Background: an optimization exercise with open tools, aiming at small area. Do not read the settings as production practice.
In this exercise RTL edits were held to simulation tests only and were not proved equivalent to the original. No driver is modelled on the clock port, so clocking that relies on it looks cheaper here than on a real chip.

File: config.mk
export PLATFORM = sky130hd
export DESIGN_NAME = cfl_queue
export DESIGN_NICKNAME = cfl_queue
export VERILOG_FILES = /design/flow/design.v
export SDC_FILE = /design/flow/constraint.sdc
export NUM_CORES = 8
export LEC_CHECK = 0
export CAP_MARGIN = 20
export CORE_MARGIN = 2
export CORE_UTILIZATION = 65
export SLEW_MARGIN = 35
export SYNTH_HIERARCHICAL = 1
File: design.v
module cfl_queue (
    input  wire        clk,
    input  wire        rst,           
    input  wire        in_valid,      
    input  wire [63:0] in_msg,        
    input  wire        pop,           
    input  wire        clr_drop,      
    output wire        head_valid,
    output wire [63:0] head_msg,
    output wire [6:0]  count,
    output wire [15:0] drop_count,
    output wire        queue_lost,
    output wire        sev_pending,
    output wire        rec_pending
);
    localparam N    = 64;    
    localparam NGEN = 56;    
    reg [61:0]  d [0:N-1];    
    reg [1:0]   c [0:N-1];    
    reg [6:0]   cnt;
    reg [15:0]  drops;
    reg         lost;
    integer i;
    reg [N:0] occ;            
    always @* begin
        for (i = 0; i <= N; i = i + 1)
            occ[i] = (i < cnt);
    end
    wire [N-1:0] hsel    = occ[N-1:0] & ~occ[N:1];    
    wire         pop_eff = pop & occ[0];
    wire [6:0]   pcnt    = cnt - {6'd0, pop_eff};
    wire [N-1:0] v1      = occ[N-1:0] & ~(hsel & {N{pop_eff}});    
    reg [N-1:0] isn, isr;
    always @* begin
        for (i = 0; i < N; i = i + 1) begin
            isn[i] = v1[i] & ~c[i][1] & ~c[i][0];
            isr[i] = v1[i] & ~c[i][1] &  c[i][0];
        end
    end
    wire any_not = |isn;
    wire any_rec = |isr;
    wire [N-1:0] tgt = any_not ? isn : isr;
    reg  [N-1:0] to_old, to_new;
    reg          a1, a2;
    always @* begin
        a1 = 1'b0;
        for (i = N - 1; i >= 0; i = i - 1) begin
            a1        = a1 | tgt[i];
            to_old[i] = a1;
        end
        a2 = 1'b0;
        for (i = 0; i < N; i = i + 1) begin
            to_new[i] = ~a2;
            a2        = a2 | tgt[i];
        end
    end
    wire [1:0] in_cls   = in_msg[49:48];
    wire       in_sev   = in_cls[1];            
    wire       in_not   = (in_cls == 2'd0);
    wire       full_gen = (pcnt >= NGEN);
    wire       full_all = pcnt[6];
    wire       full     = in_sev ? full_all : full_gen;
    wire       rem_en   = in_valid & full & (any_not | (any_rec & ~in_not));
    wire       append   = in_valid & (~full | rem_en);
    wire       drop_inc = in_valid & full & (any_not | in_not);
    wire       lost_now = in_valid & full & ~any_not & ~in_not & (~in_sev | ~any_rec);
    wire       use_new  = ~any_not & ~in_sev;
    wire [N-1:0] to_top = {v1[N-2:0], 1'b1};    
    wire [N-1:0] sh = {N{append}} &
                      (rem_en ? (use_new ? to_new : to_old) : to_top);
    reg pol;
    always @(posedge clk)
        pol <= rst ? 1'b0 : ~pol;
    wire [61:0] in_p = {in_msg[63:50], in_msg[47:0]} ^ {62{pol}};
    wire [61:0] d_nxt [0:N-1];
    genvar gs, gb;
    generate
        for (gs = 0; gs < N; gs = gs + 1) begin : g_slot
            wire        nsh   = ~sh[gs];
            wire [61:0] below = (gs == 0) ? in_p : d[gs == 0 ? 0 : gs - 1];
            for (gb = 0; gb < 11; gb = gb + 1) begin : g_grp
                localparam W = (gb < 10) ? 6 : 2;
                cfl_queue_mux #(.W(W)) u_mux (
                    .sh   (sh[gs]),
                    .nsh  (nsh),
                    .below(below[6*gb+W-1:6*gb]),
                    .own  (d[gs][6*gb+W-1:6*gb]),
                    .nxt  (d_nxt[gs][6*gb+W-1:6*gb]));
            end
        end
    endgenerate
    always @(posedge clk)
        for (i = 0; i < N; i = i + 1)
            d[i] <= d_nxt[i];
    always @(posedge clk) begin
        if (sh[0])
            c[0] <= in_msg[49:48];
        for (i = 1; i < N; i = i + 1)
            if (sh[i])
                c[i] <= c[i - 1];
    end
    always @(posedge clk) begin
        if (rst) begin
            cnt   <= 7'd0;
            drops <= 16'd0;
            lost  <= 1'b0;
        end else begin
            cnt  <= pcnt - {6'd0, rem_en} + {6'd0, append};
            lost <= lost_now;
            if (clr_drop)
                drops <= {15'd0, drop_inc};
            else if (drop_inc && drops != 16'hFFFF)
                drops <= drops + 16'd1;
        end
    end
    wire [63:0] hraw;
    genvar gr;
    generate
        for (gr = 0; gr < 8; gr = gr + 1) begin : g_rd
            wire [8*N-1:0] cols;
            for (gs = 0; gs < N; gs = gs + 1) begin : g_c
                if (gr < 7) begin : g_d
                    assign cols[8*gs+7:8*gs] = d[gs][8*gr+7:8*gr];
                end else begin : g_k
                    assign cols[8*gs+7:8*gs] = {c[gs], d[gs][61:56]};
                end
            end
            cfl_queue_rd u_rd (.sel(hsel), .cols(cols), .y(hraw[8*gr+7:8*gr]));
        end
    endgenerate
    wire [61:0] hsto = hraw[61:0];
    wire [1:0]  hcls = hraw[63:62];
    reg sev_any, rec_any;
    always @* begin
        sev_any = 1'b0;
        rec_any = 1'b0;
        for (i = 0; i < N; i = i + 1) begin
            sev_any = sev_any | (occ[i] & c[i][1]);
            rec_any = rec_any | (occ[i] & ~c[i][1] & c[i][0]);
        end
    end
    wire [61:0] hdat = hsto ^ {62{pol}};
    wire [63:0] hmsg = {hdat[61:48], hcls, hdat[47:0]};
    assign head_valid  = (cnt != 7'd0);
    assign head_msg    = hmsg;
    assign count       = cnt;
    assign drop_count  = drops;
    assign queue_lost  = lost;
    assign sev_pending = sev_any;
    assign rec_pending = rec_any;
endmodule
module cfl_queue_mux #(parameter W = 6) (
    input  wire         sh,
    input  wire         nsh,    
    input  wire [W-1:0] below,
    input  wire [W-1:0] own,
    output wire [W-1:0] nxt
);
    assign nxt = ~(({W{sh}} | own) & ({W{nsh}} | below));
endmodule
module cfl_queue_rd (
    input  wire [63:0]  sel,
    input  wire [511:0] cols,
    output wire [7:0]   y
);
    wire [8*22-1:0] g_n;    
    genvar k;
    generate
        for (k = 0; k < 21; k = k + 1) begin : g_grp
            cfl_queue_aoi3 u_aoi (
                .s  (sel[3*k+2:3*k]),
                .d0 (cols[8*(3*k)+7:8*(3*k)]),
                .d1 (cols[8*(3*k+1)+7:8*(3*k+1)]),
                .d2 (cols[8*(3*k+2)+7:8*(3*k+2)]),
                .y_n(g_n[8*k+7:8*k]));
        end
    endgenerate
    assign g_n[8*21+7:8*21] = ~(cols[511:504] & {8{sel[63]}});
    genvar b;
    generate
        for (b = 0; b < 8; b = b + 1) begin : g_b
            wire [21:0] t;
            for (k = 0; k < 22; k = k + 1) begin : g_t
                assign t[k] = g_n[8*k+b];
            end
            assign y[b] = ~&t;
        end
    endgenerate
endmodule
module cfl_queue_aoi3 (
    input  wire [2:0] s,
    input  wire [7:0] d0, d1, d2,
    output wire [7:0] y_n
);
    assign y_n = ~((d0 & {8{s[0]}}) | (d1 & {8{s[1]}}) | (d2 & {8{s[2]}}));
endmodule
File: constraint.sdc
create_clock -name core_clock -period 12.0 [get_ports {clk}]
set_input_delay 2.4000 -clock core_clock [delete_from_list [all_inputs] [get_ports {clk}]]
set_output_delay 2.4000 -clock core_clock [all_outputs]
set_load 0.01 [all_outputs]
File: standard.sh
#!/bin/bash
# synth_recipe.tcl (not shown) runs the flow's synth.tcl, then flattens the netlist and writes it again
# the make line also repeats each setting of config.mk as NAME=value (left out here)
make -C /OpenROAD-flow-scripts/flow DESIGN_CONFIG=/design/flow/config.mk WORK_HOME=/design/flow/orfs CLKGATE_MAP_FILE= SYNTH_SCRIPT=/design/flow/synth_recipe.tcl "${@:-finish}"
File: flow/run.sh
#!/bin/bash
# The standard layout (standard.sh: ORFS synthesis to final), with three
# changes passed to ORFS through its own variables:
#  - the port buffers are the smallest buffer cell, sky130_fd_sc_hd__buf_1
#    (ORFS otherwise picks sky130_fd_sc_hd__clkdlybuf4s50_1);
#  - the buffers synthesis left are removed at floorplan, without the
#    floorplan-stage timing repair (ORFS REMOVE_ABC_BUFFERS);
#  - clock tree synthesis clusters up to 28 sinks within 70 um per leaf
#    buffer and inserts no dummy loads.
# The make output goes to flow.log in this folder; ORFS keeps each step's
# full log under orfs/logs/.
set -euo pipefail
cd "$(dirname "$0")/.."
export BUFFER_PORTS_ARGS="-buffer_cell sky130_fd_sc_hd__buf_1"
export REMOVE_ABC_BUFFERS=1
export CTS_ARGS="-sink_clustering_enable -repair_clock_nets -dont_use_dummy_load -sink_clustering_size 28 -sink_clustering_max_diameter 70"
bash standard.sh finish > flow.log 2>&1
==> results.json, run 1 <==
{
  "async_reset_ff_share_pct": 0,
  "yosysSeqAreaShare_pct": 61.18,
  "min_period_ns": 9.539,
  "wl_per_cell_um": 42.42,
  "path_cells": "buf_12 -> or4bb_1 -> o21ai_0 -> nor2_4 -> buf_4 -> buf_4 -> a222oi_1 -> nand4_1 -> nor4_1 -> nand2_1 -> xor2_1 -> buf_1",
  "min-delay-path-class": "reg -> reg",
  "min_path_cells": 1,
  "synthFlopType": "dfxtp_1",
  "drt_pre_antenna_iters": 22,
  "core_region_area_sq_um": 209600,
  "rsz0062_at_grt": "no",
  "viasPerCell": 9.032,
  "grtUsageTotal_pct": 56.67,
  "syn_area_per_cell_sq_um": 11.46,
  "cts_buffers": 181,
  "final_util_pct": 71.50,
  "drt_iter0_markers": 36259,
  "ant_nets": 0,
  "netlist_area_sq_um": 136900,
  "final_max_slew_viol_count": 0,
  "reg2reg_to": "d[62][37]",
  "arrival_ns": 7.14,
  "yosysWarnings": 11,
  "synth_edf_count": 128,
  "start_kind": "flip-flop",
  "max_slew.worst_pin.slew_ns": 1.270,
  "cp_common_cell": "buf_4",
  "grt_pass1_wl_um": 900300,
  "fillers": 14179,
  "grt-ovfl-total": 0,
  "cpPeakStageDelay_ns": 0.96,
  "finalNonFillerCells": 15205,
  "dp_hpwl_um": 419300,
  "critPathCaptureType": "output pin",
  "wl_um": 645000,
  "grt_max_degree": 75,
  "reg2reg_from": "cnt[5]",
  "crit_path_top_delay_cell": "dfxtp_1",
  "r2r_cells": 18,
  "fin_skew_ns": 0.1233,
  "antenna_found_initial": 83,
  "period_share_pct": 79.49,
  "die_area_sq_um": 214400,
  "ios": 160,
  "ys_ff_latch": 4121,
  "num-nets-final": 12444,
  "numPortBuffers": 159,
  "setup_viol": 0,
  "gp_congestion": 1.074,
  "syn_inst": 11945,
  "rows": 168,
  "rrSetupSlack_ns": 3.09,
  "grt_pass1_vias": 124654,
  "die_w_um": 463.0,
  "num_vias": 137335,
  "drive_gt1_share_pct": 8.051,
  "htreeDepth": 4,
  "min_from": "d[39][28]",
  "clock.fmax_mhz": 104.8,
  "cts_setup_buffers": 0,
  "cts-root-buf": "clkbuf_16",
  "drc": 0,
  "cp_max_fo": 35,
  "worst-setup-path-type": "reg -> out",
  "status": "finished clean",
  "place_inst": 14943,
  "holdBufCountCts": 0,
  "start_util_pct": 65.34,
  "cp_data_required_time_ns": 9.60,
  "clock_latency_ns": 0.94,
  "areaGrowthSynthToFinish_pct": 9.428,
  "clock_sinks": 4121,
  "slew_headroom_pct": 15.34,
  "hold_viol_final": 0,
  "tritoncts": "yes",
  "min_to": "d[40][28]",
  "die_h_um": 463.0,
  "clk_pin_slew_worst_paths_ns": 0.10,
  "cts_max_path_buffers": 3,
  "ctsResizeCount": 0,
  "cap_violations": 0,
  "yosysUniqueCellTypes": 103
}
## how the worst max path moves through the flow
stage,end,cells after the start,from,slack [ns]
floorplan,c[29][0],10,cnt[3],-0.45
global route,d[1][59],21,pop,2.67
global placement,c[23][1],15,pop,1.85
CTS,d[13][4],16,pop,2.89
finish,head_msg[50],12,cnt[5],2.46
detailed placement,d[13][40],16,pop,1.98
## metrics by stage
step           worst slack, ns  TNS [ns]  hold slack (ns)  area, sq um
6_report                 2.461         0           0.4082       149800
5_1_grt                  2.665         0           0.4353       149800
4_1_cts                  2.886         0           0.4099       149200
3_5_place_dp             1.977         0           0.4376       144700
3_3_place_gp             1.851         0           0.4268       144100
2_1_floorplan          -0.4470    -26.61           0.4225       134600
## cells in the final DEF, fill, tap and decap left out, types with 17 or more instances in the layout
master	count
edfxtp_1	128
nand2_1	263
a222oi_1	1347
inv_1	50
a22oi_1	17
nand4_1	279
buf_1	159
dfxtp_1	3990
clkbuf_16	181
nand2b_1	27
buf_6	20
nor2_4	40
nor3_1	44
a31oi_1	20
or3_1	23
and2_1	18
diode_2	41
buf_2	46
xor2_1	137
nand3_1	100
o22ai_1	3975
or2_2	23
o21ai_0	69
nor2_1	129
a211oi_1	89
buf_4	374
nor3_2	29
nor4_1	78
buf_12	73
a21oi_1	127
and3_1	19
or3_2	17
## cell usage after synthesis (22+ instances only)
library cell,instances,share of area (%)
a211o_1,22,0.14
a211oi_1,99,0.54
a21oi_1,137,0.50
a222oi_1,1347,9.8
and2_1,23,0.11
and3_1,25,0.11
buf_2,30,0.11
clkbuf_1,56,0.15
clkbuf_2,336,1.2
dfxtp_1,3993,58
edfxtp_1,128,2.8
inv_1,59,0.16
nand2_1,265,0.73
nand2b_1,27,0.12
nand3_1,101,0.37
nand4_1,279,1.3
nor2_1,174,0.48
nor3_1,73,0.27
nor4_1,90,0.41
o21ai_0,80,0.29
o22ai_1,3977,18
or2_2,23,0.11
or3_1,41,0.19
xor2_1,137,0.88
## worst max-delay path, delay by kind of cell, from the launching register on
kind	cells	cell delay [ns]
AO/OA/AOI/OAI	2	1.30
AND/OR/NAND/NOR	5	1.77
buffers and inverters	4	1.27
XOR/XNOR	1	0.81
flip-flops	1	0.96
## registers in the layout (all words and copies together) (netlist names)
register,cells
c,128
cnt,7
d,3968
drops,16
lost,1
pol,1
## Yosys stat by module (local to each module, per instance), excerpt
module          area, sq um  cells inside  flops+latches  times used
cfl_queue             93600          5713           4121           1
cfl_queue_aoi3        90.09            10              0         168
cfl_queue_rd          421.7            73              0           8
## kinds of logic (layout without fill, tap and decap cells)
kind of cell / count (synthesis) / in the layout / share of synthesized area [%]
AOI/OAI and AO/OA: 5931 / 5931 / 31.15
DFF: 4121 / 4121 / 61.18
and+or+nand+nor: 1211 / 1211 / 4.744
buffers and inverters: 520 / 933 / 1.850
xor gates and xnor gates: 145 / 145 / 0.9274
adders and majority gates: 15 / 15 / 0.1407
other: 1 / 43 / 0.002738
muxes: 1 / 1 / 0.007310
## area by class of cell
| class | instances | area (sq um) | area share [%] |
|---|---|---|---|
| Sequential cell | 4121 | 83790 | 55.92 |
| Tap cell | 2805 | 3510 | 2.342 |
| Timing Repair Buffer | 693 | 5741 | 3.831 |
| Multi-Input combinational cell | 7305 | 51950 | 34.67 |
| Clock buffer | 181 | 4529 | 3.023 |
| Antenna cell | 41 | 102.6 | 0.06847 |
| Inverter | 59 | 225.2 | 0.1503 |
## routing by layer
| metal | vias up | global-route usage [%] | part of all wire, % |
|---|---|---|---|
| met4 | 96 | 23.89 | 7.5 |
| met2 | 15312 | 74.03 | 36 |
| met5 | - | 5.169 | 0.38 |
| li1 | 52584 | - | - |
| met1 | 64986 | 71.08 | 34 |
| met3 | 4357 | 38.62 | 22 |
==> run 2: changes to the inputs <==
--- a/flow/run.sh
+++ b/flow/run.sh
@@ -7,3 +7,3 @@
 #    floorplan-stage timing repair (ORFS REMOVE_ABC_BUFFERS);
-#  - clock tree synthesis clusters up to 28 sinks within 70 um per leaf
+#  - clock tree synthesis clusters up to 30 sinks within 80 um per leaf
 #    buffer and inserts no dummy loads.
@@ -15,3 +15,3 @@
 export REMOVE_ABC_BUFFERS=1
-export CTS_ARGS="-sink_clustering_enable -repair_clock_nets -dont_use_dummy_load -sink_clustering_size 28 -sink_clustering_max_diameter 70"
+export CTS_ARGS="-sink_clustering_enable -repair_clock_nets -dont_use_dummy_load -sink_clustering_size 30 -sink_clustering_max_diameter 80"
 bash standard.sh finish > flow.log 2>&1
--- a/config.mk
+++ b/config.mk
@@ -9,3 +9,3 @@
 export CORE_MARGIN = 2
-export CORE_UTILIZATION = 65
+export CORE_UTILIZATION = 60
 export SLEW_MARGIN = 35
==> run 2 against run 1 <==
Against the previous run: still clean on timing, DRC and antenna; clock skew grew 0.018 ns; via count shrank 3.6%; utilization shrank 5.9 points; setup slack lost 0.13 ns; worst hold slack gained 0.013 ns; routed wire length shrank 1.3%; global-route usage shrank 4.6 points; non-clock buffer count shrank 83; critical path type unchanged; critical endpoint is now head_msg[14]; largest cell class unchanged; highest routed layer unchanged.
==> results.json, run 2 <==
{
  "status": "finished clean",
  "period_share_pct": 80.61,
  "hold_viol_final": 0,
  "rsz0062_at_grt": "no",
  "cp_common_cell": "buf_4",
  "htreeDepth": 4,
  "cp-endpoint": "head_msg[14]",
  "rrSetupSlack_ns": 3.46,
  "final_max_slew_viol_count": 0,
  "worstSetupPathDepth": 12,
  "synth_edf_count": 128,
  "die_w_um": 481.7,
  "seq_area_sq_um": 83790,
  "whs_ns": 0.4214,
  "die_h_um": 481.7,
  "grt_pass1_vias": 119075,
  "wl_um": 636300,
  "synthFlopType": "dfxtp_1",
  "cts_setup_buffers": 0,
  "tns_ns": 0,
  "regMostFlops": "d",
  "cp_max_fo": 50,
  "path_delay_family": "compound AO/OA/AOI/OAI gates",
  "synth_top_area_share_pct": 58.38,
  "clk_pin_slew_worst_paths_ns": 0.11,
  "reg2reg_to": "d[29][60]",
  "cts_max_path_buffers": 3,
  "drive_gt1_share_pct": 7.276,
  "cts-root-buf": "clkbuf_16",
  "ctsResizeCount": 0,
  "async_reset_ff_share_pct": 0,
  "tritoncts": "yes",
  "max_slew.worst_pin.slew_ns": 1.363,
  "r2r_cells": 16,
  "reg.largest.list": "d: 3968 flops, c: 128 flops, drops: 16 flops",
  "layout_setup_ws_ns": 2.327,
  "layout_commonest_cell": "dfxtp_1",
  "core_region_area_sq_um": 227100,
  "yosysSeqAreaShare_pct": 61.18,
  "ys_ff_latch": 4121,
  "drt_iter0_markers": 31233,
  "num_vias": 132426,
  "grtUsageTotal_pct": 52.07,
  "gp_congestion": 1.145,
  "fin_skew_ns": 0.1409,
  "die_area_sq_um": 232100,
  "setup_viol": 0,
  "netlist_area_sq_um": 136900,
  "reg2reg_from": "cnt[0]",
  "min-delay-path-class": "reg -> reg",
  "grt_pass1_wl_um": 883500,
  "crit_path_top_delay_cell": "dfxtp_1",
  "min_from": "d[7][33]",
  "clock.fmax_mhz": 103.4,
  "worst-setup-path-type": "reg -> out",
  "grt-ovfl-total": 0,
  "numPortBuffers": 159,
  "areaGrowthSynthToFinish_pct": 8.754,
  "wl_per_cell_um": 41.61,
  "clock_sinks": 4121,
  "antenna_found_initial": 62,
  "layout_common_cells": "dfxtp_1, o22ai_1, a222oi_1",
  "drt_pre_antenna_iters": 15,
  "synth.area.top_cells": "dfxtp_1, o22ai_1, a222oi_1",
  "clock_latency_ns": 0.93,
  "largest_reg_flops": 3968,
  "num-nets-final": 12345,
  "slew_headroom_pct": 8.838,
  "yosysMostFrequentCell": "dfxtp_1",
  "min_period_ns": 9.673,
  "start_kind": "flip-flop",
  "yosysTopAreaCell": "dfxtp_1",
  "cpPeakStageDelay_ns": 1.05,
  "pre_cts_slack_ns": 2.353,
  "yosysUniqueCellTypes": 103,
  "critPathCaptureType": "output pin",
  "ios": 160,
  "startpoint": "cnt[0]",
  "path_cells": "buf_4 -> a21oi_2 -> buf_4 -> a21oi_1 -> a21oi_4 -> buf_4 -> a222oi_1 -> nand4_1 -> a211oi_1 -> nand2_1 -> xor2_1 -> buf_1",
  "fillers": 17321,
  "critPathBufInv": 4,
  "start_util_pct": 60.31,
  "cts_buffers": 165,
  "multi_input_area_sq_um": 52000,
  "cap_violations": 0,
  "synth_common_cells": "dfxtp_1, o22ai_1, a222oi_1, clkbuf_2, nand4_1",
  "dp_hpwl_um": 413300,
  "ant_nets": 0,
  "cp_data_required_time_ns": 9.60,
  "syn_inst": 11945,
  "syn_area_per_cell_sq_um": 11.46,
  "rows": 175,
  "yosysWarnings": 11,
  "viasPerCell": 8.660,
  "arrival_ns": 7.27,
  "drc": 0,
  "holdBufCountCts": 0,
  "grt_max_degree": 68
}
-- run 2: logic make-up after synthesis --
| family | count (synthesis) | share of synthesized area, % |
|---|---|---|
| other | 1 | 0.002738 |
| buffers and inverters | 520 | 1.850 |
| xor gates and xnor gates | 145 | 0.9274 |
| AOI/OAI and AO/OA | 5931 | 31.15 |
| DFF | 4121 | 61.18 |
| and+or+nand+nor | 1211 | 4.744 |
| adders and majority gates | 15 | 0.1407 |
| muxes | 1 | 0.007310 |
-- run 2: final cells by class --
class | count | share of cell area [%]
tap | 3009 | 2.528
antenna | 23 | 0.03865
inverter | 59 | 0.1521
multi-input combinational | 7305 | 34.92
timing repair buffer | 610 | 3.325
clock buffer | 165 | 2.773
sequential | 4121 | 56.26
-- run 2: routing by layer --
| layer | wire length [um] | track usage (%) |
|---|---|---|
| met5 | 1312 | 2.610 |
| met4 | 31530 | 17.47 |
| met3 | 132800 | 31.32 |
| met2 | 243900 | 70.11 |
| met1 | 226800 | 68.06 |
-- run 2: worst min path at each step --
stage	to	slack, ns	cells past startpoint
2_1_floorplan	d[63][11]	0.42	1
3_3_place_gp	d[8][16]	0.43	1
3_5_place_dp	d[9][28]	0.44	1
4_1_cts	d[43][37]	0.42	1
5_1_grt	d[27][0]	0.43	1
6_report	d[8][33]	0.42	1
-- run 2: stage by stage --
stage / util [%] / area [sq um] / cells
global route: 65.57 / 148900 / 15275
CTS: 65.32 / 148300 / 15230
floorplan: - / 134600 / 11485
finish: 65.59 / 148900 / 15292
global placement: 63.25 / 143600 / 15023
detailed placement: 63.50 / 144200 / 15065
-- run 2: Yosys stat by module, one instance, submodules excluded, a selection --
module | flip-flops and latches | cells inside | times used
cfl_queue | 4121 | 5713 | 1
cfl_queue_aoi3 | 0 | 10 | 168
cfl_queue_rd | 0 | 73 | 8
==> run 3: changes to the inputs <==
--- a/design.v
+++ b/design.v
@@ -20,2 +20,4 @@
     reg [6:0]   cnt;
+    reg [6:0]   n_not;        
+    reg [6:0]   n_rec;        
     reg [15:0]  drops;
@@ -39,4 +41,6 @@
     end
-    wire any_not = |isn;
-    wire any_rec = |isr;
+    wire pop_not = pop_eff & (hcls == 2'd0);
+    wire pop_rec = pop_eff & (hcls == 2'd1);
+    wire any_not = (n_not != {6'd0, pop_not});
+    wire any_rec = (n_rec != {6'd0, pop_rec});
     wire [N-1:0] tgt = any_not ? isn : isr;
@@ -104,2 +108,4 @@
             cnt   <= 7'd0;
+            n_not <= 7'd0;
+            n_rec <= 7'd0;
             drops <= 16'd0;
@@ -108,2 +114,6 @@
             cnt  <= pcnt - {6'd0, rem_en} + {6'd0, append};
+            n_not <= n_not - {6'd0, pop_not} - {6'd0, rem_en & any_not}
+                           + {6'd0, append & in_not};
+            n_rec <= n_rec - {6'd0, pop_rec} - {6'd0, rem_en & ~any_not}
+                           + {6'd0, append & (in_cls == 2'd1)};
             lost <= lost_now;
@@ -132,11 +142,4 @@
     wire [1:0]  hcls = hraw[63:62];
-    reg sev_any, rec_any;
-    always @* begin
-        sev_any = 1'b0;
-        rec_any = 1'b0;
-        for (i = 0; i < N; i = i + 1) begin
-            sev_any = sev_any | (occ[i] & c[i][1]);
-            rec_any = rec_any | (occ[i] & ~c[i][1] & c[i][0]);
-        end
-    end
+    wire sev_any = (cnt != n_not + n_rec);
+    wire rec_any = (n_rec != 7'd0);
     wire [61:0] hdat = hsto ^ {62{pol}};
==> run 3 against run 2 <==
Against the previous run: critical path type is now reg -> reg; clock-buffer cell count is 2 higher; die area hardly changed; routed wire length is 8.4% lower; via count is 3.8% lower.
==> results.json, run 3 <==
{
  "die_area_sq_um": 232100,
  "regMostFlops": "d",
  "layout_setup_ws_ns": 1.855,
  "grt-ovfl-total": 0,
  "ant_nets": 0,
  "die_w_um": 481.7,
  "grt_pass1_vias": 114471,
  "yosysSeqAreaShare_pct": 61.38,
  "clock_sinks": 4135,
  "numPortBuffers": 159,
  "rows": 175,
  "place_inst": 14924,
  "critPathBufInv": 2,
  "die_h_um": 481.7,
  "dpl_cell_area_sq_um": 144000,
  "cap_violations": 0,
  "drc": 0,
  "num-nets-final": 12208,
  "cpPeakStageDelay_ns": 0.88,
  "arrival_ns": 10.85,
  "final_util_pct": 65.36,
  "setup_viol": 0,
  "start_kind": "flip-flop",
  "max_slew.worst_pin.slew_ns": 1.164,
  "synth.area.top_cells": "dfxtp_1, o22ai_1, a222oi_1",
  "drt_iter0_markers": 28744,
  "yosysUniqueCellTypes": 96,
  "clock.fmax_mhz": 98.57,
  "antenna_found_initial": 44,
  "final_max_slew_viol_count": 0,
  "syn_area_per_cell_sq_um": 11.55,
  "wl_um": 582600,
  "cp_max_fo": 33,
  "hold_viol_final": 0,
  "cts_buffers": 167,
  "num_vias": 127330,
  "status": "finished clean",
  "yosysWarnings": 11,
  "grt_pass1_wl_um": 817900,
  "drt_pre_antenna_iters": 14,
  "period_share_pct": 84.55,
  "min_period_ns": 10.15,
  "ctsResizeCount": 0,
  "whs_ns": 0.4215,
  "critPathCaptureType": "flip-flop",
  "areaGrowthSynthToFinish_pct": 8.372,
  "largest_reg_flops": 3968,
  "cts_setup_buffers": 0,
  "syn_inst": 11855,
  "yosysMostFrequentCell": "dfxtp_1",
  "rsz0062_at_grt": "no",
  "design_area_sq_um": 148400,
  "clock_latency_ns": 0.90,
  "wl_per_cell_um": 38.51,
  "finalNonFillerCells": 15128,
  "synth_common_cells": "dfxtp_1, o22ai_1, a222oi_1, clkbuf_2, nand4_1",
  "ios": 160,
  "tritoncts": "yes",
  "fin_skew_ns": 0.1181,
  "clk_pin_slew_worst_paths_ns": 0.12,
  "grt_max_degree": 66,
  "cts_max_path_buffers": 3,
  "path_delay_family": "simple AND/OR/NAND/NOR gates",
  "worst-setup-path-type": "reg -> reg",
  "viasPerCell": 8.417,
  "holdBufCountCts": 0,
  "start_util_pct": 60.31,
  "cp_common_cell": "buf_4",
  "fillers": 17447,
  "layout_common_cells": "dfxtp_1, o22ai_1, a222oi_1",
  "yosysTopAreaCell": "dfxtp_1",
  "layout_commonest_cell": "dfxtp_1",
  "gp_congestion": 1.029,
  "synth_edf_count": 128,
  "slew_headroom_pct": 22.42,
  "min-delay-path-class": "reg -> reg",
  "htreeDepth": 4,
  "grtUsageTotal_pct": 47.51,
  "async_reset_ff_share_pct": 0,
  "ys_ff_latch": 4135,
  "dp_hpwl_um": 374700,
  "path_cells": "or2_2 -> or3_1 -> nor2_4 -> a222oi_1 -> nand4_1 -> nor4_1 -> nand2_1 -> a2111oi_4 -> mux2_4 -> buf_4 -> mux2_2 -> o221ai_1 -> nand3b_1 -> or2_1 -> nor4_4 -> o22a_2 -> buf_4 -> o22ai_1",
  "core_region_area_sq_um": 227100,
  "cp_data_required_time_ns": 12.71,
  "synthFlopType": "dfxtp_1",
  "reg.largest.list": "d: 3968 flops, c: 128 flops, drops: 16 flops",
  "crit_path_top_delay_cell": "dfxtp_2",
  "netlist_area_sq_um": 136900,
  "cts-root-buf": "clkbuf_16",
  "pre_cts_slack_ns": 2.362,
  "drive_gt1_share_pct": 6.565,
  "synth_top_area_share_pct": 58.58
}
==> run 3: cell types whose count changed after synthesis, sizes merged, moves of 13 or more <==
cell | before | now
xnor2 | 8 | 57
nand2 | 266 | 226
inv | 59 | 85
a21oi | 138 | 114
ha | 13 | 37
or3 | 42 | 20
mux2i | 1 | 20
nand2b | 27 | 12
dfxtp | 3993 | 4007
o21ai | 88 | 74
a32oi | 14 | 1
==> run 3: metrics by stage <==
| step | setup TNS, ns |
|---|---|
| CTS | 0 |
| finish | 0 |
| floorplan | -5552.11 |
| global placement | 0 |
| detailed placement | 0 |
| global route | 0 |
==> run 3: area by class of cell <==
cell class	instances	area [sq um]	share of cell area [%]
Inverter	86	322.8	0.2175
Timing Repair Buffer	531	4312	2.905
Tap cell	3009	3765	2.537
Antenna cell	25	62.56	0.04215
Multi-Input combinational cell	7175	51700	34.83
Clock buffer	167	4179	2.816
Sequential cell	4135	84070	56.65
==> run 3: final timing paths <==
check | slack, ns | to | start | cells after the start
min reg2reg | 0.42 | d[23][34] | d[22][34] | 1
max reg2reg | 1.85 | d[2][14] | cnt[5] | 18
min | 0.42 | d[23][34] | d[22][34] | 1
max | 1.85 | d[2][14] | cnt[5] | 18
==> run 3: Yosys stat by module (local to each module, per instance), a selection <==
module	cells	cell area, sq um	copies in the design	flip-flops and latches
cfl_queue_rd	73	421.7	8	0
cfl_queue	5623	93610	1	4135
cfl_queue_aoi3	10	90.09	168	0
==> run 3: logic make-up after synthesis <==
| kind of cell | count (synthesis) | synth area share, % |
|---|---|---|
| AOI/OAI and AO/OA | 5825 | 30.61 |
| DFF | 4135 | 61.38 |
| and+or+nand+nor | 1080 | 4.217 |
| buffers and inverters | 545 | 1.883 |
| xor gates and xnor gates | 199 | 1.273 |
| adders and majority gates | 43 | 0.4258 |
| muxes | 26 | 0.2010 |
| other | 2 | 0.005484 |
==> run 3: metal layers <==
layer / routed length (um) / up-vias / track usage, %
met2: 229900 / 11184 / 65.35
met5: 809 / - / 1.823
met3: 109000 / 2112 / 24.21
met4: 31310 / 42 / 18.63
met1: 211600 / 62244 / 62.75
li1: - / 51748 / -
==> run 4: changes to the inputs <==
--- a/config.mk
+++ b/config.mk
@@ -9,3 +9,3 @@
 export CORE_MARGIN = 2
-export CORE_UTILIZATION = 60
+export CORE_UTILIZATION = 57
 export SLEW_MARGIN = 35
==> run 4 against run 3 <==
Against the previous run: utilization fell by 2.7 points; routed wire length rose by 11%; cell count rose by 1.2%; setup slack got worse by 0.028 ns; critical path depth rose by 3; worst hold slack got worse by 0.017 ns; via count rose by 1.7%; clock-buffer cell count rose by 3; fmax fell by 0.27%; register-to-register slack got worse by 0.03 ns; critical path type unchanged; critical endpoint is now d[39][2]; largest cell class unchanged.
==> results.json, run 4 <==
{
  "max_slew.worst_pin.slew_ns": 1.114,
  "whs_ns": 0.4045,
  "critPathCaptureType": "flip-flop",
  "netlist_area_sq_um": 136900,
  "cts_setup_buffers": 0,
  "cp_common_cell": "buf_4",
  "tritoncts": "yes",
  "numPortBuffers": 159,
  "drt_iter0_markers": 29187,
  "yosysMostFrequentCell": "dfxtp_1",
  "clock.fmax_mhz": 98.30,
  "status": "finished clean",
  "grtUsageTotal_pct": 50.47,
  "synth_top_family_by_area": "compound AO/OA/AOI/OAI gates",
  "synth_top_area_share_pct": 58.58,
  "die_area_sq_um": 244200,
  "start_kind": "flip-flop",
  "path_cells": "buf_4 -> nor2_2 -> buf_4 -> nand2_1 -> nor2_4 -> buf_4 -> a222oi_1 -> nand4_1 -> a211oi_1 -> nand2_1 -> a2111oi_4 -> mux2_4 -> buf_12 -> a221oi_1 -> o2111a_1 -> nor2b_1 -> and3_1 -> nand4b_1 -> o211ai_1 -> buf_6 -> o22ai_1",
  "regMostFlops": "d",
  "cp_max_fo": 64,
  "ys_ff_latch": 4135,
  "antenna_found_initial": 36,
  "areaGrowthSynthToFinish_pct": 9.020,
  "holdBufCountCts": 0,
  "min_period_ns": 10.17,
  "ctsResizeCount": 0,
  "hold_viol_final": 0,
  "cts-root-buf": "clkbuf_16",
  "final_max_slew_viol_count": 0,
  "worst-setup-path-type": "reg -> reg",
  "dp_hpwl_um": 418400,
  "multi_input_area_sq_um": 51830,
  "yosysUniqueCellTypes": 96,
  "largest_reg_flops": 3968,
  "synthAdderAreaFrac_pct": 0.4258,
  "rows": 179,
  "ant_nets": 0,
  "fin_skew_ns": 0.1325,
  "dpl_cell_area_sq_um": 144500,
  "syn_inst": 11855,
  "die_h_um": 494.2,
  "layout_common_cells": "dfxtp_1, o22ai_1, a222oi_1",
  "start_util_pct": 57.47,
  "clock_sinks": 4135,
  "ios": 160,
  "num_vias": 129455,
  "synth-xor-area-share_pct": 1.273,
  "rsz0062_at_grt": "no",
  "clk_pin_slew_worst_paths_ns": 0.11,
  "arrival_ns": 10.89,
  "setup_viol": 0,
  "seq_area_sq_um": 84070,
  "yosysTopAreaCell": "dfxtp_1",
  "grt-ovfl-total": 0,
  "period_share_pct": 84.78,
  "cts_buffers": 170,
  "layout_commonest_cell": "dfxtp_1",
  "cap_violations": 0,
  "crit_path_top_delay_cell": "and3_1",
  "core_region_area_sq_um": 238300,
  "grt_pass1_vias": 118711,
  "viasPerCell": 8.459,
  "final_util_pct": 62.65,
  "cpPeakStageDelay_ns": 0.89,
  "synth_mux_area_share_pct": 0.2010,
  "synth_edf_count": 128,
  "async_reset_ff_share_pct": 0,
  "synthFlopType": "dfxtp_1",
  "slew_headroom_pct": 25.54,
  "gp_congestion": 1.021,
  "synth.area.top_cells": "dfxtp_1, o22ai_1, a222oi_1",
  "wl_per_cell_um": 42.18,
  "synth-compound-area-share_pct": 30.61,
  "drt_pre_antenna_iters": 17,
  "grt_pass1_wl_um": 895200,
  "drc": 0,
  "die_w_um": 494.2,
  "synthSimpleGateAreaFrac_pct": 4.217,
  "drive_gt1_share_pct": 6.777,
  "cts_max_path_buffers": 3,
  "yosysSeqAreaShare_pct": 61.38,
  "min-delay-path-class": "reg -> reg",
  "grt_max_degree": 66,
  "design_area_sq_um": 149300,
  "syn_area_per_cell_sq_um": 11.55,
  "fillers": 19149,
  "htreeDepth": 4,
  "cp_data_required_time_ns": 12.72,
  "tns_ns": 0,
  "num-nets-final": 12229,
  "synth_common_cells": "dfxtp_1, o22ai_1, a222oi_1, clkbuf_2, nand4_1",
  "yosysWarnings": 11,
  "wl_um": 645600,
  "clock_latency_ns": 0.94,
  "reg.largest.list": "d: 3968 flops, c: 128 flops, drops: 16 flops"
}
[run 4: changes by cell type in the layout (fill, tap and decap cells not counted), sizes merged]
cell,delta
buf,+17
diode,-3
clkbuf,+4
[run 4: through the flow]
stage | instances | worst slack, ns
finish | 15304 | 1.827
global route | 15283 | 1.703
CTS | 15256 | 2.103
detailed placement | 15086 | 2.072
global placement | 15047 | 2.133
floorplan | 11396 | -4.027
[run 4: per-layer routing]
| layer | global-route usage (%) | vias to the layer above | routed length [um] |
|---|---|---|---|
| met5 | 1.879 | - | 764 |
| met4 | 43.63 | 28 | 71100 |
| met3 | 21.02 | 2793 | 104000 |
| met2 | 69.44 | 11802 | 254700 |
| met1 | 60.32 | 63156 | 215100 |
| li1 | - | 51676 | - |
[run 4: cells by family (layout without fill, tap and decap cells)]
group,Yosys count,count (layout)
compound gates,5825,5825
flops,4135,4135
simple gates,1080,1080
buf+inv,545,805
xor+xnor,199,199
fa+ha+maj,43,43
mux,26,26
other cells,2,24
[run 4: layout make-up]
class	count	area share, %
antenna	22	0.03687
clock buffer	170	2.849
inverter	86	0.2179
multi-input combinational	7175	34.72
sequential	4135	56.31
timing repair buffer	549	3.216
tap	3167	2.654
[run 4: path summary, 6_finish.rpt]
| kind | startpoint | endpoint | slack, ns | cells after the start |
|---|---|---|---|---|
| worst max-delay path | cnt[6] | d[39][2] | 1.83 | 21 |
| worst min-delay path | d[9][56] | d[10][56] | 0.40 | 1 |
| worst max register to register | cnt[6] | d[39][2] | 1.83 | 21 |
| worst min register to register | d[9][56] | d[10][56] | 0.40 | 1 |
[run 4: modules after synthesis (local to each module, per instance), a selection]
module          flip-flops and latches  copies in the design  cells inside  area (sq um)
cfl_queue_aoi3                       0                   168            10         90.09
cfl_queue                         4135                     1          5623         93610
cfl_queue_rd                         0                     8            73         421.7
[run 4: critical path, delay by kind of cell (launching register included)]
kind	cells	cell delay, ns
muxes	1	0.58
AOI/OAI and AO/OA	7	3.08
and+or+nand+nor	8	3.36
DFF	1	0.77
buffers and inverters	5	1.97
==> run 5: changes to the inputs <==
--- a/config.mk
+++ b/config.mk
@@ -9,3 +9,3 @@
 export CORE_MARGIN = 2
-export CORE_UTILIZATION = 57
+export CORE_UTILIZATION = 63
 export SLEW_MARGIN = 35
==> run 5 against run 4 <==
Against the previous run: fmax decreased by 2.4%; sequential cell count did not move; utilization increased by 6.1 points; die area fell by 9.4%; cell count fell by 1.6%; first-iteration DRC count grew 23%; routed wire length increased by 1.6%; via count up 3.5%; non-clock buffer count up 37; critical path type unchanged; largest cell class unchanged.
==> results.json, run 5 <==
{
  "status": "finished clean",
  "clock_latency_ns": 0.97,
  "final_max_slew_viol_count": 0,
  "critPathBufInv": 4,
  "hold_viol_final": 0,
  "synth_common_cells": "dfxtp_1, o22ai_1, a222oi_1, clkbuf_2, nand4_1",
  "seq_area_sq_um": 84070,
  "critPathCaptureType": "flip-flop",
  "gp_congestion": 1.052,
  "drt_iter0_markers": 35982,
  "min_path_cells": 1,
  "numPortBuffers": 159,
  "synth_top_family_by_area": "compound AO/OA/AOI/OAI gates",
  "max_slew.worst_pin.slew_ns": 1.293,
  "path_cells": "clkinv_1 -> nand2_1 -> nor3_2 -> buf_4 -> a222oi_1 -> nand2_1 -> a211oi_1 -> nand2_1 -> a2111oi_4 -> mux2_4 -> buf_4 -> a221oi_1 -> o2111a_1 -> nor2b_1 -> nand3_1 -> nor2b_1 -> a211o_4 -> buf_4 -> o22ai_1",
  "min-delay-path-class": "reg -> reg",
  "tritoncts": "yes",
  "arrival_ns": 11.18,
  "layout_common_cells": "dfxtp_1, o22ai_1, a222oi_1",
  "async_reset_ff_share_pct": 0,
  "reg2reg_from": "cnt[6]",
  "dp_hpwl_um": 411900,
  "ant_nets": 0,
  "layout_commonest_cell": "dfxtp_1",
  "start_kind": "flip-flop",
  "reg.largest.list": "d: 3968 flops, c: 128 flops, drops: 16 flops",
  "largest_reg_flops": 3968,
  "worst-setup-path-type": "reg -> reg",
  "areaGrowthSynthToFinish_pct": 8.637,
  "cap_violations": 0,
  "holdBufCountCts": 0,
  "yosysUniqueCellTypes": 96,
  "cts_buffers": 164,
  "final_util_pct": 68.71,
  "synth_top_area_share_pct": 58.58,
  "yosysWarnings": 11,
  "min_from": "d[1][58]",
  "grt_max_degree": 80,
  "grt_pass1_wl_um": 907800,
  "start_util_pct": 63.25,
  "fin_skew_ns": 0.1535,
  "grt-ovfl-total": 0,
  "slew_headroom_pct": 13.52,
  "core_region_area_sq_um": 216500,
  "tns_ns": 0,
  "die_area_sq_um": 221100,
  "viasPerCell": 8.894,
  "synthAdderAreaFrac_pct": 0.4258,
  "crit_path_top_delay_cell": "nor2b_1",
  "min_period_ns": 10.43,
  "htreeDepth": 4,
  "synth_mux_area_share_pct": 0.2010,
  "die_w_um": 470.2,
  "synthFlopType": "dfxtp_1",
  "die_h_um": 470.2,
  "synth.area.top_cells": "dfxtp_1, o22ai_1, a222oi_1",
  "reg2reg_to": "d[22][0]",
  "rsz0062_at_grt": "no",
  "antenna_found_initial": 55,
  "synth-xor-area-share_pct": 1.273,
  "syn_area_per_cell_sq_um": 11.55,
  "grtUsageTotal_pct": 56.38,
  "num-nets-final": 12260,
  "cp_data_required_time_ns": 12.75,
  "min_to": "d[2][58]",
  "ios": 160,
  "wl_per_cell_um": 43.56,
  "cts-root-buf": "clkbuf_16",
  "synthSimpleGateAreaFrac_pct": 4.217,
  "clock.fmax_mhz": 95.91,
  "grt_pass1_vias": 120821,
  "cts_max_path_buffers": 3,
  "clock_sinks": 4135,
  "r2r_cells": 19,
  "design_area_sq_um": 148800,
  "dpl_cell_area_sq_um": 143900,
  "fillers": 16158,
  "place_inst": 14793,
  "rows": 171,
  "multi_input_area_sq_um": 51820,
  "drive_gt1_share_pct": 7.023,
  "netlist_area_sq_um": 136900,
  "period_share_pct": 86.89,
  "syn_inst": 11855,
  "rrSetupSlack_ns": 1.57,
  "cpPeakStageDelay_ns": 0.95,
  "path_delay_family": "compound AO/OA/AOI/OAI gates",
  "synth-compound-area-share_pct": 30.61,
  "clk_pin_slew_worst_paths_ns": 0.12,
  "ys_ff_latch": 4135,
  "yosysSeqAreaShare_pct": 61.38,
  "setup_viol": 0,
  "cp_max_fo": 54,
  "cts_setup_buffers": 0,
  "num_vias": 133940,
  "synth_edf_count": 128,
  "ctsResizeCount": 0,
  "drc": 0,
  "yosysMostFrequentCell": "dfxtp_1",
  "regMostFlops": "d",
  "wl_um": 655900,
  "yosysTopAreaCell": "dfxtp_1",
  "drt_pre_antenna_iters": 31,
  "finalNonFillerCells": 15059
}
run 5: cell count changes in the layout (fill, tap and decap cells not counted), sizes merged:
cell	before	now
buf	548	582
clkbuf	171	168
diode	22	59
run 5: routing by layer:
metal	GRT usage (%)	vias up	routed length, um
li1	-	51777	-
met3	30.04	3869	123800
met4	44.37	54	72130
met5	9.929	-	2907
met1	66.50	64197	209700
met2	74.97	14043	247400
run 5: worst max-delay path by stage:
stage,start,end,slack (ns),cells past startpoint
2_1_floorplan,cnt[6],d[10][10],-4.03,17
3_3_place_gp,cnt[6],d[44][54],2.33,19
3_5_place_dp,cnt[6],d[44][9],2.03,19
4_1_cts,cnt[6],d[44][38],2.02,19
5_1_grt,cnt[6],d[22][56],1.49,19
6_report,cnt[6],d[22][0],1.57,19
run 5: through the flow:
step / hold slack, ns / worst slack (ns)
after global placement: 0.4269 / 2.325
final: 0.4077 / 1.573
after CTS: 0.4223 / 2.018
after global routing: 0.4316 / 1.488
after floorplan: 0.4225 / -4.027
after detailed placement: 0.4379 / 2.032
run 5: modules after synthesis (local to each module, per instance), a selection:
module	cells	copies in the design	flops+latches	area, sq um
cfl_queue	5623	1	4135	93610
cfl_queue_rd	73	8	0	421.7
cfl_queue_aoi3	10	168	0	90.09
run 5: cell families after synthesis:
group	Yosys count
other	2
xor gates and xnor gates	199
DFF	4135
and+or+nand+nor	1080
buffers and inverters	545
adders and majority gates	43
AOI/OAI and AO/OA	5825
muxes	26
run 5: layout make-up:
cell class | count | area share, %
antenna | 59 | 0.09924
clock buffer | 164 | 2.759
inverter | 86 | 0.2170
sequential | 4135 | 56.51
tap | 2854 | 2.400
multi-input combinational | 7175 | 34.83
timing repair buffer | 586 | 3.184
==> run 6: changes to the inputs <==
--- a/config.mk
+++ b/config.mk
@@ -9,4 +9,4 @@
 export CORE_MARGIN = 2
-export CORE_UTILIZATION = 63
-export SLEW_MARGIN = 35
+export CORE_UTILIZATION = 60
+export SLEW_MARGIN = 28
 export SYNTH_HIERARCHICAL = 1
==> run 6 against run 5 <==
Against the previous run: largest cell class unchanged; sequential cell count unchanged; register-to-register slack improved by 0.17 ns; global-route usage is 8.9 points lower; clock-buffer cell count is 3 higher; clock skew down 0.032 ns; synthesized area did not move.
==> results.json, run 6 <==
{
  "cts_buffers": 167,
  "antenna_found_initial": 37,
  "die_area_sq_um": 232100,
  "syn_area_per_cell_sq_um": 11.55,
  "wl_per_cell_um": 38.55,
  "cp_data_required_time_ns": 12.68,
  "htreeDepth": 4,
  "drive_gt1_share_pct": 6.441,
  "layout_commonest_cell": "dfxtp_1",
  "netlist_area_sq_um": 136900,
  "clock.fmax_mhz": 97.49,
  "max_slew.worst_pin.slew_ns": 1.223,
  "fillers": 17430,
  "holdBufCountCts": 0,
  "yosysUniqueCellTypes": 96,
  "largest_reg_flops": 3968,
  "pre_cts_slack_ns": 2.348,
  "numPortBuffers": 159,
  "yosysTopAreaCell": "dfxtp_1",
  "synth.area.top_cells": "dfxtp_1, o22ai_1, a222oi_1",
  "areaGrowthSynthToFinish_pct": 8.100,
  "drt_iter0_markers": 28358,
  "cts-root-buf": "clkbuf_16",
  "grt_max_degree": 66,
  "num-nets-final": 12193,
  "rsz0062_at_grt": "no",
  "design_area_sq_um": 148000,
  "regMostFlops": "d",
  "worst-setup-path-type": "reg -> reg",
  "slew_headroom_pct": 18.50,
  "synth_common_cells": "dfxtp_1, o22ai_1, a222oi_1, clkbuf_2, nand4_1",
  "syn_inst": 11855,
  "synth_top_area_share_pct": 58.58,
  "grt_pass1_vias": 115224,
  "clk_pin_slew_worst_paths_ns": 0.11,
  "reg.largest.list": "d: 3968 flops, c: 128 flops, drops: 16 flops",
  "final_util_pct": 65.20,
  "dpl_cell_area_sq_um": 143700,
  "cap_violations": 0,
  "grt-ovfl-total": 0,
  "start_util_pct": 60.31,
  "min-delay-path-class": "reg -> reg",
  "status": "finished clean",
  "seq_area_sq_um": 84070,
  "tritoncts": "yes",
  "die_w_um": 481.7,
  "critPathCaptureType": "flip-flop",
  "cp_max_fo": 33,
  "num_vias": 127468,
  "rows": 175,
  "layout_setup_ws_ns": 1.743,
  "drt_pre_antenna_iters": 14,
  "layout_common_cells": "dfxtp_1, o22ai_1, a222oi_1",
  "clock_latency_ns": 0.91,
  "tns_ns": 0,
  "ant_nets": 0,
  "yosysMostFrequentCell": "dfxtp_1",
  "yosysWarnings": 11,
  "wl_um": 582500,
  "drc": 0,
  "yosysSeqAreaShare_pct": 61.38,
  "synthFlopType": "dfxtp_1",
  "start_kind": "flip-flop",
  "min_period_ns": 10.26,
  "cts_max_path_buffers": 3,
  "clock_sinks": 4135,
  "async_reset_ff_share_pct": 0,
  "dp_hpwl_um": 373900,
  "ios": 160,
  "grt_pass1_wl_um": 818300,
  "ys_ff_latch": 4135,
  "final_max_slew_viol_count": 0,
  "die_h_um": 481.7,
  "multi_input_area_sq_um": 51690,
  "grtUsageTotal_pct": 47.53,
  "synth_edf_count": 128,
  "arrival_ns": 10.93,
  "fin_skew_ns": 0.1217,
  "viasPerCell": 8.437,
  "hold_viol_final": 0,
  "core_region_area_sq_um": 227100,
  "period_share_pct": 85.48,
  "ctsResizeCount": 0,
  "gp_congestion": 1.029,
  "setup_viol": 0,
  "cts_setup_buffers": 0
}
[run 6: worst paths after layout]
kind	from	slack (ns)	to	cells after the start
hold reg to reg	d[22][34]	0.41	d[23][34]	1
setup reg to reg	cnt[5]	1.74	d[2][43]	18
setup / recovery	cnt[5]	1.74	d[2][43]	18
hold / removal	d[22][34]	0.41	d[23][34]	1
[run 6: final cells by class]
type	instances	share of cell area (%)
clock buffers	167	2.823
well taps	3009	2.543
diodes	20	0.03381
inverters	86	0.2181
flip-flops and latches	4135	56.79
repair buffers	516	2.677
multi-input cells	7175	34.91
[run 6: cells by family (layout without fill, tap and decap cells)]
| family | Yosys count | count (layout) | share of synthesized area [%] |
|---|---|---|---|
| AOI/OAI and AO/OA | 5825 | 5825 | 30.61 |
| xor gates and xnor gates | 199 | 199 | 1.273 |
| adders and majority gates | 43 | 43 | 0.4258 |
| buffers and inverters | 545 | 769 | 1.883 |
| DFF | 4135 | 4135 | 61.38 |
| muxes | 26 | 26 | 0.2010 |
| other | 2 | 22 | 0.005484 |
| and+or+nand+nor | 1080 | 1080 | 4.217 |
[run 6: metal layers]
metal / vias to the layer above / share of wire (%) / global-route usage (%)
met5: - / 0.16 / 2.258
met4: 38 / 5.5 / 19.57
met3: 2189 / 19 / 24.36
met2: 11132 / 39 / 65.12
met1: 62431 / 36 / 62.48
li1: 51678 / - / -
[run 6: Yosys stat by module, one instance, submodules excluded, excerpt]
module | copies in the design | area, sq um
cfl_queue | 1 | 93610
cfl_queue_rd | 8 | 421.7
cfl_queue_aoi3 | 168 | 90.09
[run 6: metrics by stage]
| step | hold slack, ns | cells |
|---|---|---|
| after floorplan | 0.4225 | 11396 |
| after global placement | 0.4279 | 14901 |
| after detailed placement | 0.4388 | 14909 |
| after CTS | 0.4148 | 15076 |
| after global routing | 0.4283 | 15089 |
| final | 0.4138 | 15108 |
[run 6: critical path, stage by stage (launching register included)]
cell	delay (ns)
dfxtp_2	0.86
or2_2	0.65
or3_1	0.52
nor2_4	0.28
a222oi_1	0.58
nand4_1	0.55
nor4_1	0.44
nand2_1	0.20
a2111oi_4	0.73
mux2_4	0.56
buf_4	0.52
mux2_2	0.34
o221ai_1	0.37
nand3b_1	0.62
or2_1	0.58
nor4_4	0.69
o22a_2	0.63
buf_4	0.56
o22ai_1	0.16
==> run 7: changes to the inputs <==
--- a/flow/run.sh
+++ b/flow/run.sh
@@ -8,3 +8,4 @@
 #  - clock tree synthesis clusters up to 30 sinks within 80 um per leaf
-#    buffer and inserts no dummy loads.
+#    buffer, with sky130_fd_sc_hd__clkbuf_8 above the leaves, and inserts no
+#    dummy loads.
 # The make output goes to flow.log in this folder; ORFS keeps each step's
@@ -15,3 +16,3 @@
 export REMOVE_ABC_BUFFERS=1
-export CTS_ARGS="-sink_clustering_enable -repair_clock_nets -dont_use_dummy_load -sink_clustering_size 30 -sink_clustering_max_diameter 80"
+export CTS_ARGS="-sink_clustering_enable -repair_clock_nets -dont_use_dummy_load -sink_clustering_size 30 -sink_clustering_max_diameter 80 -tree_buf sky130_fd_sc_hd__clkbuf_8"
 bash standard.sh finish > flow.log 2>&1
--- a/config.mk
+++ b/config.mk
@@ -10,3 +10,3 @@
 export CORE_UTILIZATION = 60
-export SLEW_MARGIN = 28
+export SLEW_MARGIN = 35
 export SYNTH_HIERARCHICAL = 1
==> run 7 against run 6 <==
Against the previous run: fmax shrank 0.42%; register-to-register slack worse by 0.04 ns; cell count grew 0.15%; largest cell class unchanged; sequential cell count unchanged.
==> results.json, run 7 <==
{
  "wl_per_cell_um": 38.49,
  "multi_input_area_sq_um": 51700,
  "grt-ovfl-total": 0,
  "period_share_pct": 85.84,
  "whs_ns": 0.4084,
  "async_reset_ff_share_pct": 0,
  "min_period_ns": 10.30,
  "drc": 0,
  "clk_pin_slew_worst_paths_ns": 0.11,
  "yosysSeqAreaShare_pct": 61.38,
  "cts_max_path_buffers": 3,
  "yosysUniqueCellTypes": 96,
  "gp_congestion": 1.029,
  "viasPerCell": 8.430,
  "synth_common_cells": "dfxtp_1, o22ai_1, a222oi_1, clkbuf_2, nand4_1",
  "drt_pre_antenna_iters": 17,
  "tns_ns": 0,
  "setup_viol": 0,
  "status": "finished clean",
  "synthAdderAreaFrac_pct": 0.4258,
  "wl_um": 582400,
  "fillers": 17471,
  "finalNonFillerCells": 15130,
  "grtUsageTotal_pct": 47.50,
  "cts-root-buf": "clkbuf_16",
  "cp_common_cell": "buf_4",
  "areaGrowthSynthToFinish_pct": 8.256,
  "drt_iter0_markers": 28263,
  "num_vias": 127541,
  "rrSetupSlack_ns": 1.70,
  "layout_commonest_cell": "dfxtp_1",
  "place_inst": 14924,
  "reg.largest.list": "d: 3968 flops, c: 128 flops, drops: 16 flops",
  "synth-xor-area-share_pct": 1.273,
  "worst-setup-path-type": "reg -> reg",
  "cts_setup_buffers": 0,
  "reg2reg_from": "cnt[5]",
  "largest_reg_flops": 3968,
  "cp_max_fo": 33,
  "syn_inst": 11855,
  "hold_viol_final": 0,
  "syn_area_per_cell_sq_um": 11.55,
  "cp-endpoint": "d[2][14]",
  "dpl_cell_area_sq_um": 144000,
  "yosysTopAreaCell": "dfxtp_1",
  "die_w_um": 481.7,
  "ant_nets": 0,
  "path_delay_family": "simple AND/OR/NAND/NOR gates",
  "synth_top_family_by_area": "compound AO/OA/AOI/OAI gates",
  "start_util_pct": 60.31,
  "regMostFlops": "d",
  "synth_mux_area_share_pct": 0.2010,
  "yosysMostFrequentCell": "dfxtp_1",
  "critPathBufInv": 2,
  "final_max_slew_viol_count": 0,
  "cp_data_required_time_ns": 12.76,
  "critPathCaptureType": "flip-flop",
  "ctsResizeCount": 0,
  "holdBufCountCts": 0,
  "core_region_area_sq_um": 227100,
  "yosysWarnings": 11,
  "fin_skew_ns": 0.1633,
  "synth_top_area_share_pct": 58.58,
  "rows": 175,
  "start_kind": "flip-flop",
  "drive_gt1_share_pct": 6.581,
  "die_area_sq_um": 232100,
  "rsz0062_at_grt": "no",
  "max_slew.worst_pin.slew_ns": 1.120,
  "num-nets-final": 12210,
  "r2r_cells": 18,
  "worstSetupPathDepth": 18,
  "slew_headroom_pct": 25.35,
  "grt_pass1_wl_um": 817600,
  "min-delay-path-class": "reg -> reg",
  "ys_ff_latch": 4135,
  "clock.fmax_mhz": 97.08,
  "path_cells": "or2_2 -> or3_1 -> nor2_4 -> a222oi_1 -> nand4_1 -> nor4_1 -> nand2_1 -> a2111oi_4 -> mux2_4 -> buf_4 -> mux2_2 -> o221ai_1 -> nand3b_1 -> or2_1 -> nor4_4 -> o22a_2 -> buf_4 -> o22ai_1",
  "tritoncts": "yes",
  "cpPeakStageDelay_ns": 0.90,
  "arrival_ns": 11.06,
  "synthSimpleGateAreaFrac_pct": 4.217,
  "synth.area.top_cells": "dfxtp_1, o22ai_1, a222oi_1",
  "min_from": "d[13][34]",
  "reg2reg_to": "d[2][14]",
  "netlist_area_sq_um": 136900,
  "numPortBuffers": 159,
  "layout_common_cells": "dfxtp_1, o22ai_1, a222oi_1",
  "clock_latency_ns": 0.97,
  "cts_buffers": 167,
  "startpoint": "cnt[5]",
  "cap_violations": 0,
  "clock_sinks": 4135,
  "ios": 160,
  "synthFlopType": "dfxtp_1",
  "design_area_sq_um": 148300,
  "die_h_um": 481.7,
  "antenna_found_initial": 40,
  "grt_max_degree": 66,
  "htreeDepth": 4,
  "grt_pass1_vias": 114517,
  "seq_area_sq_um": 84070,
  "synth_edf_count": 128,
  "dp_hpwl_um": 374700,
  "synth-compound-area-share_pct": 30.61,
  "crit_path_top_delay_cell": "dfxtp_2"
}
[run 7: area by class of cell]
| type | count | area share (%) |
|---|---|---|
| antenna | 25 | 0.04220 |
| clock buffer | 167 | 2.697 |
| inverter | 86 | 0.2177 |
| multi-input combinational | 7175 | 34.87 |
| sequential | 4135 | 56.71 |
| tap | 3009 | 2.540 |
| timing repair buffer | 533 | 2.923 |
[run 7: kinds of logic (layout without fill, tap and decap cells)]
group / count (synthesis) / count (layout)
flip-flops: 4135 / 4135
adder cells (fa/ha/maj): 43 / 43
multiplexers: 26 / 26
XOR/XNOR: 199 / 199
AO/OA/AOI/OAI: 5825 / 5825
other: 2 / 27
AND/OR/NAND/NOR: 1080 / 1080
buffers and inverters: 545 / 786
[run 7: worst min path at each step]
| stage | depth (start not counted) | end | slack, ns |
|---|---|---|---|
| floorplan | 1 | d[63][11] | 0.42 |
| global placement | 1 | d[50][46] | 0.43 |
| detailed placement | 1 | d[63][20] | 0.44 |
| CTS | 1 | d[14][52] | 0.39 |
| global route | 1 | d[42][58] | 0.41 |
| finish | 1 | d[14][34] | 0.41 |
[run 7: through the flow]
step	setup slack, ns	util (%)
after floorplan	-4.027	-
after global placement	2.410	63.18
after detailed placement	2.362	63.41
after CTS	2.268	65.17
after global routing	1.922	65.27
final	1.699	65.29
[run 7: Yosys stat by module (local to each module, per instance), excerpt]
module	cells inside	flops+latches	cell area (sq um)
cfl_queue	5623	4135	93610
cfl_queue_rd	73	0	421.7
cfl_queue_aoi3	10	0	90.09
[run 7: metal layers]
metal	GRT usage, %	wire, um	vias to the layer above
li1	-	-	51723
met2	65.18	228900	11464
met5	1.553	795	-
met3	24.53	109400	2212
met1	62.65	211100	62106
met4	18.74	32190	36
==> run 8: changes to the inputs <==
--- a/config.mk
+++ b/config.mk
@@ -10,3 +10,3 @@
 export CORE_UTILIZATION = 60
-export SLEW_MARGIN = 35
+export SLEW_MARGIN = 28
 export SYNTH_HIERARCHICAL = 1
==> run 8 against run 7 <==
Against the previous run: register-to-register slack improved by 0.02 ns; utilization fell by 0.17 points; via count barely moved; synthesized cell count did not move; clock skew fell by 0.0074 ns; fmax rose by 0.16%; first-iteration DRC count rose by 1.5%; largest cell class unchanged; critical endpoint is now d[2][43]; sequential cell count did not move; cell count fell by 0.18%.
==> results.json, run 8 <==
{
  "reg.largest.list": "d: 3968 flops, c: 128 flops, drops: 16 flops",
  "drt_pre_antenna_iters": 15,
  "clock.fmax_mhz": 97.23,
  "gp_congestion": 1.029,
  "yosysTopAreaCell": "dfxtp_1",
  "largest_reg_flops": 3968,
  "hold_viol_final": 0,
  "arrival_ns": 10.99,
  "drc": 0,
  "setup_viol": 0,
  "grtUsageTotal_pct": 47.52,
  "netlist_area_sq_um": 136900,
  "rows": 175,
  "drt_iter0_markers": 28688,
  "start_util_pct": 60.31,
  "grt-ovfl-total": 0,
  "cts_buffers": 167,
  "htreeDepth": 4,
  "rsz0062_at_grt": "no",
  "ios": 160,
  "ys_ff_latch": 4135,
  "clock_latency_ns": 0.95,
  "die_w_um": 481.7,
  "clk_pin_slew_worst_paths_ns": 0.11,
  "grt_pass1_vias": 115122,
  "yosysUniqueCellTypes": 96,
  "grt_max_degree": 66,
  "synth.area.top_cells": "dfxtp_1, o22ai_1, a222oi_1",
  "min_period_ns": 10.28,
  "cap_violations": 0,
  "antenna_found_initial": 50,
  "tns_ns": 0,
  "crit_path_top_delay_cell": "dfxtp_2",
  "synthFlopType": "dfxtp_1",
  "slew_headroom_pct": 17.59,
  "status": "finished clean",
  "synth_top_area_share_pct": 58.58,
  "start_kind": "flip-flop",
  "cp_data_required_time_ns": 12.70,
  "core_region_area_sq_um": 227100,
  "clock_sinks": 4135,
  "ant_nets": 0,
  "final_max_slew_viol_count": 0,
  "cts_max_path_buffers": 3,
  "cp_max_fo": 33,
  "startpoint": "cnt[5]",
  "die_h_um": 481.7,
  "num-nets-final": 12192,
  "min_from": "d[14][52]",
  "grt_pass1_wl_um": 818600,
  "syn_area_per_cell_sq_um": 11.55,
  "layout_common_cells": "dfxtp_1, o22ai_1, a222oi_1",
  "min-delay-path-class": "reg -> reg",
  "areaGrowthSynthToFinish_pct": 7.971,
  "worst-setup-path-type": "reg -> reg",
  "cpPeakStageDelay_ns": 0.88,
  "numPortBuffers": 159,
  "cp_common_cell": "buf_4",
  "max_slew.worst_pin.slew_ns": 1.236,
  "ctsResizeCount": 0,
  "fin_skew_ns": 0.1559,
  "holdBufCountCts": 0
}
==> run 8: kinds of logic after synthesis <==
logic type | synth area share, %
flip-flops | 61.38
other | 0.005484
XOR/XNOR | 1.273
AND/OR/NAND/NOR | 4.217
AO/OA/AOI/OAI | 30.61
multiplexers | 0.2010
buffers and inverters | 1.883
adder cells (fa/ha/maj) | 0.4258
==> run 8: metal layers <==
layer | vias up | global-route usage, % | part of all wire, %
met1 | 62456 | 62.20 | 36
li1 | 51692 | - | -
met5 | - | 1.036 | 0.13
met3 | 2222 | 24.83 | 19
met4 | 60 | 19.81 | 5.5
met2 | 11065 | 65.11 | 39
==> run 8: path summary, 6_finish.rpt <==
kind / cells past startpoint / slack (ns) / endpoint
worst min register to register: 1 / 0.40 / d[15][52]
worst min-delay path: 1 / 0.40 / d[15][52]
worst max-delay path: 18 / 1.72 / d[2][43]
worst max register to register: 18 / 1.72 / d[2][43]
==> run 8: worst max-delay path, delay by kind of cell (launching register included) <==
family,cells,cell delay (ns)
and+or+nand+nor,9,4.52
buffers and inverters,2,1.09
muxes,2,0.91
DFF,1,0.88
AOI/OAI and AO/OA,5,2.50
==> run 8: final cells by class <==
type                       instances  area [sq um]
fill                           17453         79200
inverter                          86         322.8
tap                             3009          3765
clock buffer                     167          3999
antenna                           16         40.04
multi-input combinational       7175         51690
timing repair buffer             515          3976
sequential                      4135         84070
==> run 8: stage by stage <==
step | setup WS [ns] | hold slack (ns) | cells | util (%) | area, sq um
floorplan | -4.027 | 0.4225 | 11396 | - | 134700
global placement | 2.410 | 0.4279 | 14901 | 63.18 | 143400
detailed placement | 2.348 | 0.4388 | 14909 | 63.27 | 143700
CTS | 2.243 | 0.3874 | 15076 | 65.03 | 147700
global route | 1.852 | 0.3948 | 15089 | 65.10 | 147800
finish | 1.716 | 0.4035 | 15103 | 65.12 | 147900
==> run 8: per-module statistics from Yosys (local to each module, per instance), a selection <==
module / flops+latches / copies in the design / cells inside / cell area, sq um
cfl_queue: 4135 / 1 / 5623 / 93610
cfl_queue_rd: 0 / 8 / 73 / 421.7
cfl_queue_aoi3: 0 / 168 / 10 / 90.09

re-timing with driven ports:
How much do the figures lean on ideal ports? The routed layouts below were timed once more, with nothing changed but the port constraints. Step 1: set_driving_cell puts a clkbuf_16 on clk and a buf_2 on each other input, an assumption about the parent block. Step 2 adds t to the input delays and takes it off the output delays; t is the mean of the earliest and latest rising clock arrival at the registers after step 1. Input paths then give back, and output paths get back, about the clock's delay inside the block. a / b / c = ideal ports / drivers / drivers and shift; a / b = the first two.
run	shift t [ns]	slack for setup (ns)	pins driven straight from the clock port
run 1	0.978	2.461 / 2.356 / 1.703	1
run 2	0.956	2.327 / 2.224 / 1.839	1
run 3	0.945	1.855 / 1.855 / 1.855	1
run 4	0.978	1.827 / 1.827 / 1.827	1
run 5	1.013	1.573 / 1.573 / 1.573	1
run 6	0.956	1.743 / 1.743 / 1.743	1
run 7	0.990	1.699 / 1.699 / 1.699	1
run 8	0.984	1.716 / 1.716 / 1.716	1
After both steps setup and hold are still met in every run listed. For run 1, which loses most, drivers alone change the setup slack by -0.105 ns; drivers and shift together by -0.758 ns.
